Source: an optimization exercise on an open RTL-to-GDS flow (aim: small area, a short achievable clock period and few clock cycles). Production flows keep margins and buffers that such runs may drop.
The RTL was checked by simulation tests, not by an equivalence proof against the original design.
Power figures rest on the tool's default switching activity, not on a simulated workload.

Setup of job 101:
==> flow/design.v (excerpt) <==
module pq_engine (
    input  wire        clk,
    input  wire        rst,
    input  wire        in_valid,
    output wire        in_ready,
    input  wire [63:0] in_data,
    input  wire [1:0]  in_layout,
    input  wire [31:0] in_erase,
    output wire        out_valid,
    input  wire        out_ready,
    output wire [63:0] out_data,
    output wire [4:0]  out_idx,
    output wire        out_last
);
    function [7:0] mul2;             
        input [7:0] a;
        begin
            mul2 = {a[6:0], 1'b0} ^ (a[7] ? 8'h1D : 8'h00);
        end
    endfunction
    function [7:0] div2;             
        input [7:0] a;
        begin
            div2 = {1'b0, a[7:1]} ^ (a[0] ? 8'h8E : 8'h00);
        end
    endfunction
    function [63:0] mul2_word;
        input [63:0] w;
        integer k;
        begin
            for (k = 0; k < 8; k = k + 1)
                mul2_word[8*k +: 8] = mul2(w[8*k +: 8]);
        end
    endfunction
    function [63:0] div2_word;
        input [63:0] w;
        integer k;
        begin
            for (k = 0; k < 8; k = k + 1)
  ...
export LEC_CHECK = 0
export CAP_MARGIN = 20
export CORE_MARGIN = 2
export CORE_UTILIZATION = 62
export CTS_BUF_LIST = sky130_fd_sc_hd__clkbuf_16
export CTS_CLUSTER_DIAMETER = 80
export CTS_CLUSTER_SIZE = 25
export SETUP_SLACK_MARGIN = 5
export SLEW_MARGIN = 20
create_clock -name core_clock -period 10.0 [get_ports {clk}]
standard.sh (not shown) runs the stock make flow with config.mk's settings and CLKGATE_MAP_FILE= SYNTH_SCRIPT=/design/flow/synth_recipe.tcl, a recipe that flattens the netlist after the stock synthesis.
==> flow/flow/run.sh <==
#!/bin/bash
# The standard layout, with a stronger setup repair target.
# Synthesis is the standard flow's own (standard.sh synth), unchanged. The rest of the
# ORFS flow runs with the same settings except SETUP_SLACK_MARGIN, so that
# repair_timing keeps improving paths beyond the 10 ns constraint.
set -euo pipefail
MARGIN=$(cat flow/margin.txt)
bash standard.sh synth > synth.log 2>&1
if grep -q 'SETUP_SLACK_MARGIN=' standard.sh; then
  sed -e "s/SETUP_SLACK_MARGIN=[-0-9.]*/SETUP_SLACK_MARGIN=${MARGIN}/" standard.sh > layout.sh
else
  sed -e "s/\"\${@:-finish}\"/SETUP_SLACK_MARGIN=${MARGIN} \"\${@:-finish}\"/" standard.sh > layout.sh
fi
export BUFFER_PORTS_ARGS="$(cat flow/buffer_ports_args.txt)"
bash layout.sh > layout.log 2>&1
==> flow/flow/buffer_ports_args.txt <==
-buffer_cell sky130_fd_sc_hd__buf_1
==> flow/flow/margin.txt <==
6.6
Testbench counts of job 101, summed over its fixed seeds: cycles 42,708.
Inputs modified between job 101 and job 102:
--- a/flow/design.v
+++ b/flow/design.v
@@ -134,52 +134,41 @@
     reg        o_p0, o_p1;   
     reg        ov;           
     reg [3:0]  mcnt;         
     reg        mac_later;    
     reg        fix;          
     reg [63:0] s_a, s_h, s_q;
     reg [7:0]  s_ka, s_kh, s_kq;
     reg [4:0]  oidx, idx1;
     reg        olast;
     reg [63:0] r;
     reg        rdy;          
-    reg        pend;         
-    wire busy  = o_p0 || o_p1;
+    wire busy = o_p0 || o_p1;
     assign in_ready = rdy;
-    wire take  = in_valid && rdy;
-    wire start = !busy && ((take && f_last) || pend);
-    wire snap  = !busy && (f_last || pend);      
-    wire qfree = (mcnt <= 4'd1) && !mac_later;   
+    wire take = in_valid && rdy;
+    wire snap = f_last && !busy;
     wire era  = f_first ? in_erase[0] : f_era;
     wire ga   = take && !era && !f_last;
     wire clr  = take && f_first;
     wire [63:0] din   = ga ? in_data : 64'd0;   
     assign out_valid = ov;
     assign out_data  = r;
     assign out_idx   = oidx;
     assign out_last  = olast;
     wire [4:0] bn = bi + 5'd1;
     wire       r0a = !(c_dd || c_dp || c_q);      
     wire       give = ov && out_ready;
     wire       mstep = (mcnt != 4'd0) || (give && o_p0 && mac_later);
-    wire f_first_n = take ? f_last : f_first;
-    wire f_last_n  = take ? (!f_first && (bn == nd + 5'd1)) : f_last;
-    wire o_p0_n    = start || (o_p0 && !give);
-    wire o_p1_n    = start ? two : (o_p1 && !(give && !o_p0));
-    wire mac_go    = give && o_p0 && mac_later;
-    wire [3:0] mcnt_n = start ? (r0a ? 4'd0 : 4'd8) :
-                        mac_go ? 4'd7 :
-                        (mcnt != 4'd0) ? mcnt - 4'd1 : 4'd0;
-    wire mac_later_n = start ? (r0a && two) : (mac_later && !(give && o_p0));
-    wire busy_n    = o_p0_n || o_p1_n;
-    wire pend_n    = busy && ((take && f_last) || pend);
+    wire f_last_n = take ? (!f_first && (bn == nd + 5'd1)) : f_last;
+    wire o_p0_n   = (take && f_last) || (o_p0 && !give);
+    wire o_p1_n   = (take && f_last) ? two : (o_p1 && !(give && !o_p0));
     wire [7:0] ka_col = c_dd ? (a_tab ^ 8'h1C) :
                         c_dp ? 8'h1D :
                         c_dq ? (kq ^ 8'h1D) : 8'h1D;
     always @(posedge clk) begin
         acc_a <= (clr ? 64'd0 : acc_a) ^ din;
         if (take) begin
             if (f_first || f_data)
                 acc_h <= div2_word((f_first ? 64'd0 : acc_h) ^ din);
             if (f_first) begin
                 lay    <= in_layout;
                 ex     <= low_index(mv);
@@ -202,22 +191,23 @@
             kh <= mul2(a_col);
         end else if (k_beat) begin
             if (!past_x)
                 kq <= qe ? mul2(kq) : div2(kq);
             if (!f_last && (qe || past_x))
                 kh <= mul2(kh);
         end
         if (snap) begin
             r     <= acc_a;
             s_a   <= acc_a;
             s_h   <= acc_h;
+            s_q   <= in_data;
             s_ka  <= ka_col;
             s_kh  <= kh;
             s_kq  <= qe ? 8'h00 : kq;
             oidx  <= ex;
             idx1  <= ey;
             olast <= !two;
             fix   <= c_dd || c_dp;
         end else if (mstep) begin
             r    <= mul2_word(r)
                     ^ (s_ka[7] ? s_a : 64'd0)
                     ^ (s_kh[7] ? s_h : 64'd0)
@@ -240,37 +230,32 @@
                 olast <= 1'b1;
                 ov    <= o_p1 && fix;
                 if (mac_later) begin
                     mac_later <= 1'b0;
                     mcnt      <= 4'd7;    
                 end
             end else begin
                 o_p1 <= 1'b0;
                 ov   <= 1'b0;
             end
         end
-        if (f_last && qfree)
-            s_q <= in_data;
-        if (start) begin
+        if (take && f_last) begin
             o_p0      <= 1'b1;
             o_p1      <= two;
             ov        <= r0a;
             mcnt      <= r0a ? 4'd0 : 4'd8;
             mac_later <= r0a && two;
         end
-        pend <= pend_n;
-        rdy  <= f_first_n ? !(pend_n && busy_n) :
-                f_last_n  ? ((mcnt_n <= 4'd1) && !mac_later_n) : 1'b1;
+        rdy <= !(f_last_n && (o_p0_n || o_p1_n));
         if (rst) begin
             rdy       <= 1'b1;
-            pend      <= 1'b0;
             bi        <= 5'd0;
             f_first   <= 1'b1;
             f_last    <= 1'b0;
             ph1       <= 1'b0;
             o_p0      <= 1'b0;
             o_p1      <= 1'b0;
             ov        <= 1'b0;
             mcnt      <= 4'd0;
             mac_later <= 1'b0;
         end
     end
Findings:
Job 102 vs. job 101: number of clock buffers in the layout grew by 1, parity-gate share of the synthesized area counting xor and xnor cells held steady, clock period minus worst slack grew by 0.016 ns. Job 102 and job 101 ended up with nearly the same share of the synthesized area in compound gates (AO/OA/AOI/OAI). [job 102] share of synthesized cell area in and, or, nand and nor gates rose 0.19 points relative to job 101. Compared to job 101, job 102 shows a narrower setup margin. Flip-flop and latch share of the layout cell area: job 102 vs job 101, no meaningful difference. Job 101 → job 102: gate count of the mapped netlist shows a reduction of about 0.32%; core utilization shows no meaningful change. Summary — proportion of layout cells with a drive suffix above 1, job 102 relative to job 101: higher, by 0.40 points.
Testbench counts of job 102, summed over its fixed seeds: cycles 43,030.


The RTL this note starts from:
==> flow/design.v <==
module pq_engine (
    input  wire        clk,
    input  wire        rst,
    input  wire        in_valid,
    output wire        in_ready,
    input  wire [63:0] in_data,
    input  wire [1:0]  in_layout,
    input  wire [31:0] in_erase,
    output wire        out_valid,
    input  wire        out_ready,
    output wire [63:0] out_data,
    output wire [4:0]  out_idx,
    output wire        out_last
);
    function [7:0] mul2;             
        input [7:0] a;
        begin
            mul2 = {a[6:0], 1'b0} ^ (a[7] ? 8'h1D : 8'h00);
        end
    endfunction
    function [7:0] div2;             
        input [7:0] a;
        begin
            div2 = {1'b0, a[7:1]} ^ (a[0] ? 8'h8E : 8'h00);
        end
    endfunction
    function [63:0] mul2_word;
        input [63:0] w;
        integer k;
        begin
            for (k = 0; k < 8; k = k + 1)
                mul2_word[8*k +: 8] = mul2(w[8*k +: 8]);
        end
    endfunction
    function [63:0] div2_word;
        input [63:0] w;
        integer k;
        begin
            for (k = 0; k < 8; k = k + 1)
                div2_word[8*k +: 8] = div2(w[8*k +: 8]);
        end
    endfunction
    function [4:0] data_units;
        input [1:0] layout;
        begin
            case (layout)
                2'd0:    data_units = 5'd30;   
                2'd1:    data_units = 5'd14;   
                default: data_units = 5'd6;    
            endcase
        end
    endfunction
    function [7:0] alpha;
        input [4:0] d;
        begin
            case (d)
                5'd1:  alpha = 8'hF4;  5'd2:  alpha = 8'hA7;
                5'd3:  alpha = 8'h9D;  5'd4:  alpha = 8'h72;
                5'd5:  alpha = 8'hED;  5'd6:  alpha = 8'h5F;
                5'd7:  alpha = 8'h54;  5'd8:  alpha = 8'hA0;
                5'd9:  alpha = 8'hA9;  5'd10: alpha = 8'hFB;
                5'd11: alpha = 8'h74;  5'd12: alpha = 8'h85;
                5'd13: alpha = 8'hE4;  5'd14: alpha = 8'hC0;
                5'd15: alpha = 8'h8A;  5'd16: alpha = 8'h67;
                5'd17: alpha = 8'hDC;  5'd18: alpha = 8'h26;
                5'd19: alpha = 8'h63;  5'd20: alpha = 8'hF2;
                5'd21: alpha = 8'hE9;  5'd22: alpha = 8'hB4;
                5'd23: alpha = 8'hD2;  5'd24: alpha = 8'h02;
                5'd25: alpha = 8'h8E;  5'd26: alpha = 8'hBA;
                5'd27: alpha = 8'hAA;  5'd28: alpha = 8'hDE;
                5'd29: alpha = 8'h89;
                default: alpha = 8'h01;
            endcase
        end
    endfunction
    function [4:0] low_index;
        input [31:0] m;
        integer i;
        reg [31:0] below;
        reg [31:0] one;
        begin
            below = 32'd0;
            for (i = 1; i < 32; i = i + 1)
                below[i] = below[i-1] | m[i-1];
            one = m & ~below;
            low_index = 5'd0;
            for (i = 0; i < 32; i = i + 1)
                if (one[i]) low_index = low_index | i[4:0];
        end
    endfunction
    function [4:0] high_index;
        input [31:0] m;
        integer i;
        reg [31:0] above;
        reg [31:0] one;
        begin
            above = 32'd0;
            for (i = 30; i >= 0; i = i - 1)
                above[i] = above[i+1] | m[i+1];
            one = m & ~above;
            high_index = 5'd0;
            for (i = 0; i < 32; i = i + 1)
                if (one[i]) high_index = high_index | i[4:0];
        end
    endfunction
    reg [4:0]  bi;           
    reg [1:0]  lay;          
    reg        f_first;      
    reg        f_data;       
    reg        f_last;       
    reg        f_era;        
    reg [63:0] acc_a;        
    reg [63:0] acc_h;        
    wire [4:0] nd      = data_units(lay);
    reg        ph1;          
    reg [4:0]  ex, ey;       
    reg        qe;           
    reg [7:0]  kq, kh;
    wire [31:0] vmask = (in_layout == 2'd0) ? 32'hFFFF_FFFF :
                        (in_layout == 2'd1) ? 32'h0000_FFFF : 32'h0000_00FF;
    wire [31:0] mv    = in_erase & vmask;
    wire        qe_in = (in_layout == 2'd0) ? in_erase[31] :
                        (in_layout == 2'd1) ? in_erase[15] : in_erase[7];
    wire        two  = (ex != ey);                     
    wire        c_dd = two && (ey < nd);               
    wire        c_dp = (ex < nd) && (ey == nd);        
    wire        c_dq = (ex < nd) && (ey == nd + 5'd1); 
    wire        c_q  = (ex == nd + 5'd1);              
    wire        dd_now = c_dd;
    wire        past_x = ({1'b0, bi} > {1'b0, ex} + 6'd1);
    wire        k_beat = take && (bi[4:1] != 4'd0);
    wire [7:0]  a_tab  = alpha(ey - ex);
    wire [7:0]  a_col  = dd_now ? a_tab : 8'h01;
    reg        o_p0, o_p1;   
    reg        ov;           
    reg [3:0]  mcnt;         
    reg        mac_later;    
    reg        fix;          
    reg [63:0] s_a, s_h, s_q;
    reg [7:0]  s_ka, s_kh, s_kq;
    reg [4:0]  oidx, idx1;
    reg        olast;
    reg [63:0] r;
    reg        rdy;          
    reg        pend;         
    wire busy  = o_p0 || o_p1;
    assign in_ready = rdy;
    wire take  = in_valid && rdy;
    wire start = !busy && ((take && f_last) || pend);
    wire snap  = !busy && (f_last || pend);      
    wire qfree = (mcnt <= 4'd1) && !mac_later;   
    wire era  = f_first ? in_erase[0] : f_era;
    wire ga   = take && !era && !f_last;
    wire clr  = take && f_first;
    wire [63:0] din   = ga ? in_data : 64'd0;   
    assign out_valid = ov;
    assign out_data  = r;
    assign out_idx   = oidx;
    assign out_last  = olast;
    wire [4:0] bn = bi + 5'd1;
    wire       r0a = !(c_dd || c_dp || c_q);      
    wire       give = ov && out_ready;
    wire       mstep = (mcnt != 4'd0) || (give && o_p0 && mac_later);
    wire f_first_n = take ? f_last : f_first;
    wire f_last_n  = take ? (!f_first && (bn == nd + 5'd1)) : f_last;
    wire o_p0_n    = start || (o_p0 && !give);
    wire o_p1_n    = start ? two : (o_p1 && !(give && !o_p0));
    wire mac_go    = give && o_p0 && mac_later;
    wire [3:0] mcnt_n = start ? (r0a ? 4'd0 : 4'd8) :
                        mac_go ? 4'd7 :
                        (mcnt != 4'd0) ? mcnt - 4'd1 : 4'd0;
    wire mac_later_n = start ? (r0a && two) : (mac_later && !(give && o_p0));
    wire busy_n    = o_p0_n || o_p1_n;
    wire pend_n    = busy && ((take && f_last) || pend);
    wire [7:0] ka_col = c_dd ? (a_tab ^ 8'h1C) :
                        c_dp ? 8'h1D :
                        c_dq ? (kq ^ 8'h1D) : 8'h1D;
    always @(posedge clk) begin
        acc_a <= (clr ? 64'd0 : acc_a) ^ din;
        if (take) begin
            if (f_first || f_data)
                acc_h <= div2_word((f_first ? 64'd0 : acc_h) ^ din);
            if (f_first) begin
                lay    <= in_layout;
                ex     <= low_index(mv);
                ey     <= high_index(mv);
                qe     <= qe_in;
                f_era  <= in_erase[1];
                f_data <= 1'b1;
                f_last <= 1'b0;
            end else begin
                f_era  <= (bn == ex) || (bn == ey);
                f_data <= (bn < nd);
                f_last <= (bn == nd + 5'd1);
            end
            f_first <= f_last;
            bi      <= f_last ? 5'd0 : bn;
        end
        ph1 <= take && f_first;
        if (ph1) begin
            kq <= a_col;
            kh <= mul2(a_col);
        end else if (k_beat) begin
            if (!past_x)
                kq <= qe ? mul2(kq) : div2(kq);
            if (!f_last && (qe || past_x))
                kh <= mul2(kh);
        end
        if (snap) begin
            r     <= acc_a;
            s_a   <= acc_a;
            s_h   <= acc_h;
            s_ka  <= ka_col;
            s_kh  <= kh;
            s_kq  <= qe ? 8'h00 : kq;
            oidx  <= ex;
            idx1  <= ey;
            olast <= !two;
            fix   <= c_dd || c_dp;
        end else if (mstep) begin
            r    <= mul2_word(r)
                    ^ (s_ka[7] ? s_a : 64'd0)
                    ^ (s_kh[7] ? s_h : 64'd0)
                    ^ (s_kq[7] ? s_q : 64'd0);
            s_ka <= {s_ka[6:0], 1'b0};
            s_kh <= {s_kh[6:0], 1'b0};
            s_kq <= {s_kq[6:0], 1'b0};
        end else if (give && o_p0 && fix) begin
            r <= r ^ s_a;
        end
        if (mcnt != 4'd0) begin
            mcnt <= mcnt - 4'd1;
            if (mcnt == 4'd1)
                ov <= 1'b1;
        end
        if (give) begin
            if (o_p0) begin
                o_p0  <= 1'b0;
                oidx  <= idx1;
                olast <= 1'b1;
                ov    <= o_p1 && fix;
                if (mac_later) begin
                    mac_later <= 1'b0;
                    mcnt      <= 4'd7;    
                end
            end else begin
                o_p1 <= 1'b0;
                ov   <= 1'b0;
            end
        end
        if (f_last && qfree)
            s_q <= in_data;
        if (start) begin
            o_p0      <= 1'b1;
            o_p1      <= two;
            ov        <= r0a;
            mcnt      <= r0a ? 4'd0 : 4'd8;
            mac_later <= r0a && two;
        end
        pend <= pend_n;
        rdy  <= f_first_n ? !(pend_n && busy_n) :
                f_last_n  ? ((mcnt_n <= 4'd1) && !mac_later_n) : 1'b1;
        if (rst) begin
            rdy       <= 1'b1;
            pend      <= 1'b0;
            bi        <= 5'd0;
            f_first   <= 1'b1;
            f_last    <= 1'b0;
            ph1       <= 1'b0;
            o_p0      <= 1'b0;
            o_p1      <= 1'b0;
            ov        <= 1'b0;
            mcnt      <= 4'd0;
            mac_later <= 1'b0;
        end
    end
endmodule
export LEC_CHECK = 0
export CAP_MARGIN = 20
export CORE_MARGIN = 2
export CORE_UTILIZATION = 64
export CTS_BUF_LIST = sky130_fd_sc_hd__clkbuf_16
export CTS_CLUSTER_DIAMETER = 80
export CTS_CLUSTER_SIZE = 25
export SETUP_SLACK_MARGIN = 5
export SLEW_MARGIN = 20
create_clock -name core_clock -period 10.0 [get_ports {clk}]
Scripts as last shown in full above: flow/flow/run.sh, flow/flow/buffer_ports_args.txt, flow/flow/margin.txt
Testbench counts at the start, summed over its fixed seeds: cycles 42,708.
Rerun with:
--- a/flow/design.v
+++ b/flow/design.v
@@ -140,17 +140,14 @@
     reg [7:0]  s_ka, s_kh, s_kq;
     reg [4:0]  oidx, idx1;
     reg        olast;
     reg [63:0] r;
     reg        rdy;          
-    reg        pend;         
-    wire busy  = o_p0 || o_p1;
+    wire busy = o_p0 || o_p1;
     assign in_ready = rdy;
-    wire take  = in_valid && rdy;
-    wire start = !busy && ((take && f_last) || pend);
-    wire snap  = !busy && (f_last || pend);      
-    wire qfree = (mcnt <= 4'd1) && !mac_later;   
+    wire take = in_valid && rdy;
+    wire snap = f_last && !busy;
     wire era  = f_first ? in_erase[0] : f_era;
     wire ga   = take && !era && !f_last;
     wire clr  = take && f_first;
     wire [63:0] din   = ga ? in_data : 64'd0;   
     assign out_valid = ov;
@@ -159,21 +156,13 @@
     assign out_last  = olast;
     wire [4:0] bn = bi + 5'd1;
     wire       r0a = !(c_dd || c_dp || c_q);      
     wire       give = ov && out_ready;
     wire       mstep = (mcnt != 4'd0) || (give && o_p0 && mac_later);
-    wire f_first_n = take ? f_last : f_first;
-    wire f_last_n  = take ? (!f_first && (bn == nd + 5'd1)) : f_last;
-    wire o_p0_n    = start || (o_p0 && !give);
-    wire o_p1_n    = start ? two : (o_p1 && !(give && !o_p0));
-    wire mac_go    = give && o_p0 && mac_later;
-    wire [3:0] mcnt_n = start ? (r0a ? 4'd0 : 4'd8) :
-                        mac_go ? 4'd7 :
-                        (mcnt != 4'd0) ? mcnt - 4'd1 : 4'd0;
-    wire mac_later_n = start ? (r0a && two) : (mac_later && !(give && o_p0));
-    wire busy_n    = o_p0_n || o_p1_n;
-    wire pend_n    = busy && ((take && f_last) || pend);
+    wire f_last_n = take ? (!f_first && (bn == nd + 5'd1)) : f_last;
+    wire o_p0_n   = (take && f_last) || (o_p0 && !give);
+    wire o_p1_n   = (take && f_last) ? two : (o_p1 && !(give && !o_p0));
     wire [7:0] ka_col = c_dd ? (a_tab ^ 8'h1C) :
                         c_dp ? 8'h1D :
                         c_dq ? (kq ^ 8'h1D) : 8'h1D;
     always @(posedge clk) begin
         acc_a <= (clr ? 64'd0 : acc_a) ^ din;
@@ -208,10 +197,11 @@
         end
         if (snap) begin
             r     <= acc_a;
             s_a   <= acc_a;
             s_h   <= acc_h;
+            s_q   <= in_data;
             s_ka  <= ka_col;
             s_kh  <= kh;
             s_kq  <= qe ? 8'h00 : kq;
             oidx  <= ex;
             idx1  <= ey;
@@ -246,25 +236,20 @@
             end else begin
                 o_p1 <= 1'b0;
                 ov   <= 1'b0;
             end
         end
-        if (f_last && qfree)
-            s_q <= in_data;
-        if (start) begin
+        if (take && f_last) begin
             o_p0      <= 1'b1;
             o_p1      <= two;
             ov        <= r0a;
             mcnt      <= r0a ? 4'd0 : 4'd8;
             mac_later <= r0a && two;
         end
-        pend <= pend_n;
-        rdy  <= f_first_n ? !(pend_n && busy_n) :
-                f_last_n  ? ((mcnt_n <= 4'd1) && !mac_later_n) : 1'b1;
+        rdy <= !(f_last_n && (o_p0_n || o_p1_n));
         if (rst) begin
             rdy       <= 1'b1;
-            pend      <= 1'b0;
             bi        <= 5'd0;
             f_first   <= 1'b1;
             f_last    <= 1'b0;
             ph1       <= 1'b0;
             o_p0      <= 1'b0;
What happened:
- The changed run passed the timing, design-rule and antenna checks
- power went up by 1.2%
- worst setup slack improved by 61 ps
- worst hold slack is worse by 4.5 ps
- maximum frequency increases by 1.8%
- routed wire length shrinks by 0.77%
- area after synthesis is about the same
- core utilization went up by 0.36 points
- combinational power went up by about 4%
- die area barely changes
Testbench counts after the change, summed over its fixed seeds: cycles 43,030.

[what the ideal ports hide]
The results above use ideal ports. As a check the final layouts listed here were re-extracted and re-timed, cells and wires unchanged.
Step 1 assumes that a clkbuf_16 drives the clock port and a buf_2 every other input.
Step 2 moves the port delays by t, midway between the first and last clock arrival at a register: inputs arrive t later, outputs are due t later. That takes back most of the time a late clock gives input paths.
Three values: ideal ports, drivers, drivers and shift; two values: the first two.
| run | t (ns) | setup slack, ns | worst slew at a driven data input, ns |
|---|---|---|---|
| job 101 | 0.617 | 6.651 / 6.594 / 6.068 | 0.11 |
| job 102 | 0.620 | 6.635 / 6.637 / 6.047 | 0.09 |
| the first run of note 2 | 0.606 | 6.603 / 6.598 / 6.011 | 0.08 |
| the second run of note 2 | 0.600 | 6.664 / 6.681 / 6.081 | 0.09 |
After both steps every run listed still meets setup and hold. The setup slack of the first run of note 2, which loses most, moves by -0.005 ns with the drivers and by -0.592 ns with both steps.
